Context: an optimization exercise on an open-source flow, tuned for small area, a short achievable clock period and few clock cycles per item. The choices shown serve that exercise and are no tape-out recipe. Function was checked by simulation only, so behaviour that the tests miss may differ from the original.

==> inputs of branch harbor <==
## jet_sample
module jet_sample (
    input  wire        clk,
    input  wire        rst,
    input  wire        in_valid,
    output wire        in_ready,
    input  wire [39:0] tap0,
    input  wire [39:0] tap1,
    input  wire [39:0] tap2,
    input  wire [39:0] tap3,
    input  wire [7:0]  fx,
    input  wire [7:0]  fy,
    input  wire [3:0]  outside,       
    input  wire        edge_clamp,    
    input  wire [1:0]  matrix,        
    input  wire        range_full,    
    input  wire [1:0]  alpha_mode,    
    input  wire        occ_opaque,    
    input  wire [10:0] plane_alpha,   
    output reg         out_valid,
    output reg  [9:0]  r_code,
    output reg  [9:0]  g_code,
    output reg  [9:0]  b_code,
    output reg  [19:0] alpha_p        
);
==> flow/config.mk <==
export PLATFORM = sky130hd
export DESIGN_NAME = jet_sample
export DESIGN_NICKNAME = jet_sample
export VERILOG_FILES = /design/flow/design.v
export SDC_FILE = /design/flow/constraint.sdc
export NUM_CORES = 4
export LEC_CHECK = 0
export CAP_MARGIN = 20
export CORE_MARGIN = 2
export CORE_UTILIZATION = 45
export SLEW_MARGIN = 20
==> flow/constraint.sdc <==
create_clock -name core_clock -period 28.0 [get_ports {clk}]
set_input_delay 5.6000 -clock core_clock [delete_from_list [all_inputs] [get_ports {clk}]]
set_output_delay 5.6000 -clock core_clock [all_outputs]
set_load 0.01 [all_outputs]
standard.sh (not shown) runs the stock make flow with config.mk's settings and CLKGATE_MAP_FILE= SYNTH_SCRIPT=/design/flow/synth_recipe.tcl, a recipe that flattens the netlist after the stock synthesis.
==> flow/flow/run.sh <==
#!/bin/bash
# Layout flow: the standard layout (standard.sh) with these changes.
#  - Yosys's synth runs with -noabc, so full adders are extracted from the
#    RTL's own adder structure before any ABC pass (fewer inverters); the
#    registers and the rest of synthesis are as in the standard flow.
#  - repair_timing aims for 21 ns of setup slack on the design's 28 ns
#    clock, i.e. it works on every path longer than 7 ns.
#  - every input and output port still gets its own buffer, but a
#    sky130_fd_sc_hd__buf_1 instead of a delay buffer; repair resizes the
#    ones on critical paths.
#  - pin placement constraints (flow/io.tcl): inputs on the left edge,
#    outputs on the right edge, clock in the middle of the bottom edge.
# The clock period, SDC and every other setting are the design's.
set -euo pipefail
bash standard.sh SYNTH_ARGS=-noabc SETUP_SLACK_MARGIN=21 \
  "BUFFER_PORTS_ARGS=-buffer_cell sky130_fd_sc_hd__buf_1" \
  "IO_CONSTRAINTS=$PWD/flow/io.tcl" finish > standard.log 2>&1
==> flow/flow/io.tcl <==
# Pin placement: the design is a pipeline, so its data inputs go on the left
# edge and its outputs on the right edge, with the clock in the middle of the
# bottom edge, where the clock tree can reach every register in fewer steps.
set data_in {}
set data_out {}
foreach p [get_ports *] {
  set n [get_name $p]
  if { $n == "clk" } { continue }
  if { [get_property $p direction] == "input" } {
    lappend data_in $n
  } else {
    lappend data_out $n
  }
}
set_io_pin_constraint -pin_names {clk} -region bottom:230-245
set_io_pin_constraint -pin_names $data_in -region left:*
set_io_pin_constraint -pin_names $data_out -region right:*
==> branch juniper (differences from branch harbor) <==
--- a/flow/flow/run.sh
+++ b/flow/flow/run.sh
@@ -9,9 +9,6 @@
 #    sky130_fd_sc_hd__buf_1 instead of a delay buffer; repair resizes the
 #    ones on critical paths.
-#  - pin placement constraints (flow/io.tcl): inputs on the left edge,
-#    outputs on the right edge, clock in the middle of the bottom edge.
 # The clock period, SDC and every other setting are the design's.
 set -euo pipefail
 bash standard.sh SYNTH_ARGS=-noabc SETUP_SLACK_MARGIN=21 \
-  "BUFFER_PORTS_ARGS=-buffer_cell sky130_fd_sc_hd__buf_1" \
-  "IO_CONSTRAINTS=$PWD/flow/io.tcl" finish > standard.log 2>&1
+  "BUFFER_PORTS_ARGS=-buffer_cell sky130_fd_sc_hd__buf_1" finish > standard.log 2>&1
Settings changed: ABC_AREA set to 1, CORE_UTILIZATION 45 to 50.
removed: flow/flow/io.tcl
==> summary of the runs <==
Branch juniper passed the timing, design-rule and antenna checks. Branch harbor went through all stages and came out clean. Of branch juniper and branch harbor, branch juniper has the higher core utilization (gap 3.7 points). Against branch juniper, the clock skew of branch harbor is higher by 0.0035 ns. In branch harbor the count of clock-buffer cells in the layout is higher than in branch juniper, by 5. Between branch harbor and branch juniper, the lower sequential share of layout area is in branch harbor (gap 0.20 points). In flip-flop and latch count, branch harbor and branch juniper do not differ. Against branch juniper, the die area of branch harbor is higher by about 10%.
==> figures <==
item	branch juniper	branch harbor
Result of the run	finished clean	finished clean
Basic-gate share of the synthesized area counting and, or, nand and nor cells	9.94%	7.42%
Via density per instance	5.75	5.89
Non-clock buffer count in the final layout	457	568
Fraction of the yosys area taken by sequential cells	14.3%	14.4%
Width of the die	452 um	475 um
Synth Cell Area	0.100 mm^2	0.0997 mm^2
Post-placement cell count	13600	12700
Area post-placement	0.104 mm^2	0.103 mm^2
Multiplexer share of the synthesized area	0.0698%	0.873%
Period utilisation layout	24.8%	24.8%
Testbench counts of branch harbor, summed over its fixed seeds: cycles 16,040, samples 16,000.
Testbench counts of branch juniper, summed over its fixed seeds: cycles 16,040, samples 16,000.

==> wip/nickel <==
Another version of the RTL of jet_sample (not shown whole).
clock: 28.0 ns
lec_check: 0
abc_area: 1
cap_margin: 20
core_margin: 2
core_utilization: 50
slew_margin: 20
==> flow/flow/run.sh <==
#!/bin/bash
# Layout flow: the standard layout (standard.sh) with these changes.
#  - Yosys's synth runs with -noabc, so full adders are extracted from the
#    RTL's own adder structure before any ABC pass (fewer inverters); the
#    registers and the rest of synthesis are as in the standard flow.
#  - repair_timing aims for 21 ns of setup slack on the design's 28 ns
#    clock, i.e. it works on every path longer than 7 ns.
#  - every input and output port still gets its own buffer, but a
#    sky130_fd_sc_hd__buf_1 instead of a delay buffer; repair resizes the
#    ones on critical paths.
#  - pin placement constraints (flow/io.tcl): inputs on the left edge,
#    outputs on the right edge, clock in the middle of the bottom edge.
#  - clock tree synthesis with the standard arguments but no dummy loads.
# The clock period, SDC and every other setting are the design's.
set -euo pipefail
bash standard.sh SYNTH_ARGS=-noabc SETUP_SLACK_MARGIN=21 \
  "BUFFER_PORTS_ARGS=-buffer_cell sky130_fd_sc_hd__buf_1" \
  "IO_CONSTRAINTS=$PWD/flow/io.tcl" \
  "CTS_ARGS=-sink_clustering_enable -repair_clock_nets -dont_use_dummy_load" \
  finish > standard.log 2>&1
==> flow/flow/io.tcl <==
# Pin placement: the design is a pipeline, so its data inputs go on the left
# edge and its outputs on the right edge, with the clock in the middle of the
# bottom edge, where the clock tree can reach every register in fewer steps.
set data_in {}
set data_out {}
foreach p [get_ports *] {
  set n [get_name $p]
  if { $n == "clk" } { continue }
  if { [get_property $p direction] == "input" } {
    lappend data_in $n
  } else {
    lappend data_out $n
  }
}
set_io_pin_constraint -pin_names {clk} -region bottom:230-245
set_io_pin_constraint -pin_names $data_in -region left:*
set_io_pin_constraint -pin_names $data_out -region right:*
==> wip/harbor (differences from wip/nickel) <==
--- a/flow/flow/run.sh
+++ b/flow/flow/run.sh
@@ -10,11 +10,8 @@
 #    ones on critical paths.
 #  - pin placement constraints (flow/io.tcl): inputs on the left edge,
 #    outputs on the right edge, clock in the middle of the bottom edge.
-#  - clock tree synthesis with the standard arguments but no dummy loads.
 # The clock period, SDC and every other setting are the design's.
 set -euo pipefail
 bash standard.sh SYNTH_ARGS=-noabc SETUP_SLACK_MARGIN=21 \
   "BUFFER_PORTS_ARGS=-buffer_cell sky130_fd_sc_hd__buf_1" \
-  "IO_CONSTRAINTS=$PWD/flow/io.tcl" \
-  "CTS_ARGS=-sink_clustering_enable -repair_clock_nets -dont_use_dummy_load" \
-  finish > standard.log 2>&1
+  "IO_CONSTRAINTS=$PWD/flow/io.tcl" finish > standard.log 2>&1
==> flow_summary.json <==
{
  "vias": 76700,
  "dr_wl_met3_um": 31400,
  "multi_input_area_share": 0.735,
  "fin_crit_ps": 6970,
  "drtIter0Drc": 7273,
  "hold_path_end": "cbb_3[12]",
  "fillers": 18000,
  "met1_usage": 0.435,
  "slowest_delay_ps": 480,
  "status": "complete, no violations",
  "clock_skew_ps": 72.6
}
The numbers above come from wip/nickel.

==> flow_summary.json <==
{
  "status": "complete, no violations",
  "clockRootBuffer": "clkbuf_16",
  "hold_path_end": "cbb_3[14]",
  "relSlewSlack": 0.195,
  "fin_crit_ps": 6940,
  "slowest_delay_ps": 430,
  "fillers": 17900,
  "htree_levels": 3,
  "drtIter0Drc": 7226,
  "multi_input_area_share": 0.729,
  "dr_wl_met3_um": 32300,
  "ys_types": 60
}
The numbers above come from wip/harbor.

Testbench counts of wip/nickel, summed over its fixed seeds: cycles 16,040, samples 16,000.
Testbench counts of wip/harbor, summed over its fixed seeds: cycles 16,040, samples 16,000.

==> inputs of job 8544 <==
jet_sample, a different RTL version from the one above (not shown whole).
## jet_sample
module jet_sample (
    input  wire        clk,
    input  wire        rst,
    input  wire        in_valid,
    output wire        in_ready,
    input  wire [39:0] tap0,
    input  wire [39:0] tap1,
    input  wire [39:0] tap2,
    input  wire [39:0] tap3,
    input  wire [7:0]  fx,
    input  wire [7:0]  fy,
    input  wire [3:0]  outside,       
    input  wire        edge_clamp,    
    input  wire [1:0]  matrix,        
    input  wire        range_full,    
    input  wire [1:0]  alpha_mode,    
    input  wire        occ_opaque,    
    input  wire [10:0] plane_alpha,   
    output reg         out_valid,
    output reg  [9:0]  r_code,
    output reg  [9:0]  g_code,
    output reg  [9:0]  b_code,
    output reg  [19:0] alpha_p        
);
export LEC_CHECK = 0
export CAP_MARGIN = 20
export CORE_MARGIN = 2
export CORE_UTILIZATION = 45
export SLEW_MARGIN = 20
create_clock -name core_clock -period 28.0 [get_ports {clk}]
==> flow/flow/run.sh <==
#!/bin/bash
# Layout flow: the standard layout (standard.sh) with these changes.
#  - Yosys's synth runs with -noabc, so full adders are extracted from the
#    RTL's own adder structure before any ABC pass (fewer inverters); the
#    registers and the rest of synthesis are as in the standard flow.
#  - repair_timing aims for 21 ns of setup slack on the design's 28 ns
#    clock, i.e. it works on every path longer than 7 ns.
#  - every input and output port still gets its own buffer, but a
#    sky130_fd_sc_hd__buf_1 instead of a delay buffer; repair resizes the
#    ones on critical paths.
# The clock period, SDC and every other setting are the design's.
set -euo pipefail
bash standard.sh SYNTH_ARGS=-noabc SETUP_SLACK_MARGIN=21 \
  "BUFFER_PORTS_ARGS=-buffer_cell sky130_fd_sc_hd__buf_1" finish > standard.log 2>&1
==> inputs of job 8888, as changes to job 8544 <==
--- a/flow/flow/run.sh
+++ b/flow/flow/run.sh
@@ -9,6 +9,9 @@
 #    sky130_fd_sc_hd__buf_1 instead of a delay buffer; repair resizes the
 #    ones on critical paths.
+#  - pin placement constraints (flow/io.tcl): inputs on the left edge,
+#    outputs on the right edge, clock in the middle of the bottom edge.
 # The clock period, SDC and every other setting are the design's.
 set -euo pipefail
 bash standard.sh SYNTH_ARGS=-noabc SETUP_SLACK_MARGIN=21 \
-  "BUFFER_PORTS_ARGS=-buffer_cell sky130_fd_sc_hd__buf_1" finish > standard.log 2>&1
+  "BUFFER_PORTS_ARGS=-buffer_cell sky130_fd_sc_hd__buf_1" \
+  "IO_CONSTRAINTS=$PWD/flow/io.tcl" finish > standard.log 2>&1
==> flow/flow/io.tcl (new file) <==
# Pin placement: the design is a pipeline, so its data inputs go on the left
# edge and its outputs on the right edge, with the clock in the middle of the
# bottom edge, where the clock tree can reach every register in fewer steps.
set data_in {}
set data_out {}
foreach p [get_ports *] {
  set n [get_name $p]
  if { $n == "clk" } { continue }
  if { [get_property $p direction] == "input" } {
    lappend data_in $n
  } else {
    lappend data_out $n
  }
}
set_io_pin_constraint -pin_names {clk} -region bottom:230-245
set_io_pin_constraint -pin_names $data_in -region left:*
set_io_pin_constraint -pin_names $data_out -region right:*
--- a/flow/config.mk
+++ b/flow/config.mk
@@ -6,6 +6,7 @@
 export NUM_CORES = 4
 export LEC_CHECK = 0
+export ABC_AREA = 1
 export CAP_MARGIN = 20
 export CORE_MARGIN = 2
-export CORE_UTILIZATION = 45
+export CORE_UTILIZATION = 50
 export SLEW_MARGIN = 20
==> run_results.csv <==
group,metric,value,unit
outcome,status,"finished clean",
global_routing,grt_antenna_before_repair,10,
cells_and_area,mostFrequentLayoutCells,"xor2_1, fa_1, nand2_1, inv_1, o22ai_1",
sta,period_share,24.9,%
global_routing,grt_max_degree,136,
cells_and_area,antenna_cells,3,
critical_path,cpMaxStageDelayCell,"dfxtp_4",
That was job 8888.
==> run_results.csv <==
group,metric,value,unit
outcome,status,"finished clean",
global_routing,grt_antenna_before_repair,13,
global_routing,grt_max_degree,66,
global_routing,grt_pass1_vias,79982,
placed_design,io_buffers,251,
sta,period_share,25.5,%
cells_and_area,antenna_cells,4,
route,ant_nets,0,
route,totalWireLength,319000,µm
yosys,yosys.area_share.adder,42.5,%
floorplanning,die-area,0.225,mm²
cells_and_area,mostFrequentLayoutCells,"fa_1, xnor2_1, inv_1, a22oi_1, ha_1",
clock_network,cts.sinks,724,
That was job 8544.
Testbench counts of job 8544, summed over its fixed seeds: cycles 16,040, samples 16,000.
Testbench counts of job 8888, summed over its fixed seeds: cycles 16,040, samples 16,000.

==> cedar: inputs <==
RTL: one of the versions met above, not the one the previous note started from.
Settings: LEC_CHECK=0, CAP_MARGIN=20, CORE_MARGIN=2, CORE_UTILIZATION=45, SLEW_MARGIN=20; clock period 28.0 ns.
==> flow/flow/run.sh <==
#!/bin/bash
# Layout flow: the standard layout (standard.sh) with two changes.
#  - Yosys's synth runs with -noabc, so full adders are extracted from the
#    RTL's own adder structure before any ABC pass (fewer inverters); the
#    registers and the rest of synthesis are as in the standard flow.
#  - repair_timing aims for 21 ns of setup slack on the design's 28 ns
#    clock, i.e. it works on every path longer than 7 ns.
# The clock period, SDC and every other setting are the design's.
set -euo pipefail
bash standard.sh SYNTH_ARGS=-noabc SETUP_SLACK_MARGIN=21 finish > standard.log 2>&1
==> fjord: changes against cedar <==
==> flow/flow/run.sh (replaced) <==
#!/bin/bash
# Layout flow: the standard layout (standard.sh) with these changes.
#  - Yosys's synth runs with -noabc, so full adders are extracted from the
#    RTL's own adder structure before any ABC pass (fewer inverters); the
#    registers and the rest of synthesis are as in the standard flow.
#  - repair_timing aims for 21 ns of setup slack on the design's 28 ns
#    clock, i.e. it works on every path longer than 7 ns.
#  - every input and output port still gets its own buffer, but a
#    sky130_fd_sc_hd__buf_1 instead of a delay buffer; repair resizes the
#    ones on critical paths.
# The clock period, SDC and every other setting are the design's.
set -euo pipefail
bash standard.sh SYNTH_ARGS=-noabc SETUP_SLACK_MARGIN=21 \
  "BUFFER_PORTS_ARGS=-buffer_cell sky130_fd_sc_hd__buf_1" finish > standard.log 2>&1
Settings changed: ABC_AREA from default to 1, CORE_UTILIZATION 45 to 55.
==> xenon: changes against cedar <==
==> flow/flow/run.sh (replaced) <==
#!/bin/bash
# Layout flow: the standard layout (standard.sh) with these changes.
#  - Yosys's synth runs with -noabc, so full adders are extracted from the
#    RTL's own adder structure before any ABC pass (fewer inverters); the
#    registers and the rest of synthesis are as in the standard flow.
#  - repair_timing aims for 21 ns of setup slack on the design's 28 ns
#    clock, i.e. it works on every path longer than 7 ns.
#  - every input and output port still gets its own buffer, but a
#    sky130_fd_sc_hd__buf_1 instead of a delay buffer; repair resizes the
#    ones on critical paths.
# The clock period, SDC and every other setting are the design's.
set -euo pipefail
bash standard.sh SYNTH_ARGS=-noabc SETUP_SLACK_MARGIN=21 \
  "BUFFER_PORTS_ARGS=-buffer_cell sky130_fd_sc_hd__buf_1" finish > standard.log 2>&1
Settings changed: CORE_UTILIZATION 45 to 50.
==> notes.md <==
|  | xenon | cedar | fjord |
|---|---|---|---|
| Synthesized area divided by synthesized cell count | 9.84 sq um | 9.84 sq um | 8.98 sq um |
| Area of combinational cells with multiple inputs | 0.0806 sq mm | 0.0809 sq mm | 0.0782 sq mm |
| Number of CTS-inserted buffers | 89 | 85 | 86 |
| Hold_sp | cbb[2] | crb[15] | crb[20] |
| End point of the most critical hold path | cbb_3[2] | crb_3[15] | crb_3[20] |
| Number of cells upsized or downsized after cts | 166 | 370 | 17 |
| Run status | finished clean | finished clean | finished clean |
| Synth cell types | 85 | 85 | 65 |
Testbench counts of cedar, summed over its fixed seeds: cycles 16,040, samples 16,000.
Testbench counts of fjord, summed over its fixed seeds: cycles 16,040, samples 16,000.
Testbench counts of xenon, summed over its fixed seeds: cycles 16,040, samples 16,000.

[separate check: timing with driven ports]
The results above use ideal ports. As a check the final layouts listed here were re-extracted and re-timed, cells and wires unchanged. Step 1 (the two cells are an assumption about what drives the block):
set clk [get_ports {clk}]
set_driving_cell -lib_cell sky130_fd_sc_hd__clkbuf_16 $clk
set_driving_cell -lib_cell sky130_fd_sc_hd__buf_2 [delete_from_list [all_inputs] $clk]
Step 2, shift: input delay + t, output delay - t, t = (earliest + latest rising clock arrival at the registers) / 2. This alone moves slack from input paths to output paths. Three values: ideal ports, drivers, drivers and shift; two values: the first two.
| run | shift t [ns] | setup WS [ns] | latest minus earliest clock arrival (ns) | slew at the worst register clock pin (ns) | worst slew at a driven data input, ns |
|---|---|---|---|---|---|
| branch harbor | 0.792 | 21.059 / 20.992 / 21.102 | 0.042 / 0.042 | 0.08 / 0.08 | 0.12 |
| branch juniper | 0.806 | 21.050 / 20.963 / 21.153 | 0.050 / 0.050 | 0.07 / 0.07 | 0.05 |
| wip/nickel | 0.748 | 21.033 / 20.971 / 21.091 | 0.081 / 0.081 | 0.07 / 0.07 | 0.04 |
| wip/harbor | 0.780 | 21.060 / 20.998 / 21.103 | 0.049 / 0.049 | 0.07 / 0.07 | 0.04 |
| job 8544 | 0.824 | 20.860 / 20.860 / 20.860 | 0.040 / 0.040 | 0.07 / 0.07 | 0.09 |
| job 8888 | 0.784 | 21.039 / 20.973 / 21.161 | 0.047 / 0.047 | 0.08 / 0.08 | 0.06 |
| cedar | 0.835 | 21.012 / 20.914 / 21.066 | 0.090 / 0.090 | 0.10 / 0.10 | 0.21 |
| fjord | 0.797 | 21.068 / 20.981 / 21.154 | 0.075 / 0.075 | 0.07 / 0.07 | 0.06 |
| xenon | 0.824 | 21.060 / 20.973 / 21.109 | 0.051 / 0.052 | 0.08 / 0.08 | 0.07 |
After both steps every run listed still meets setup and hold.
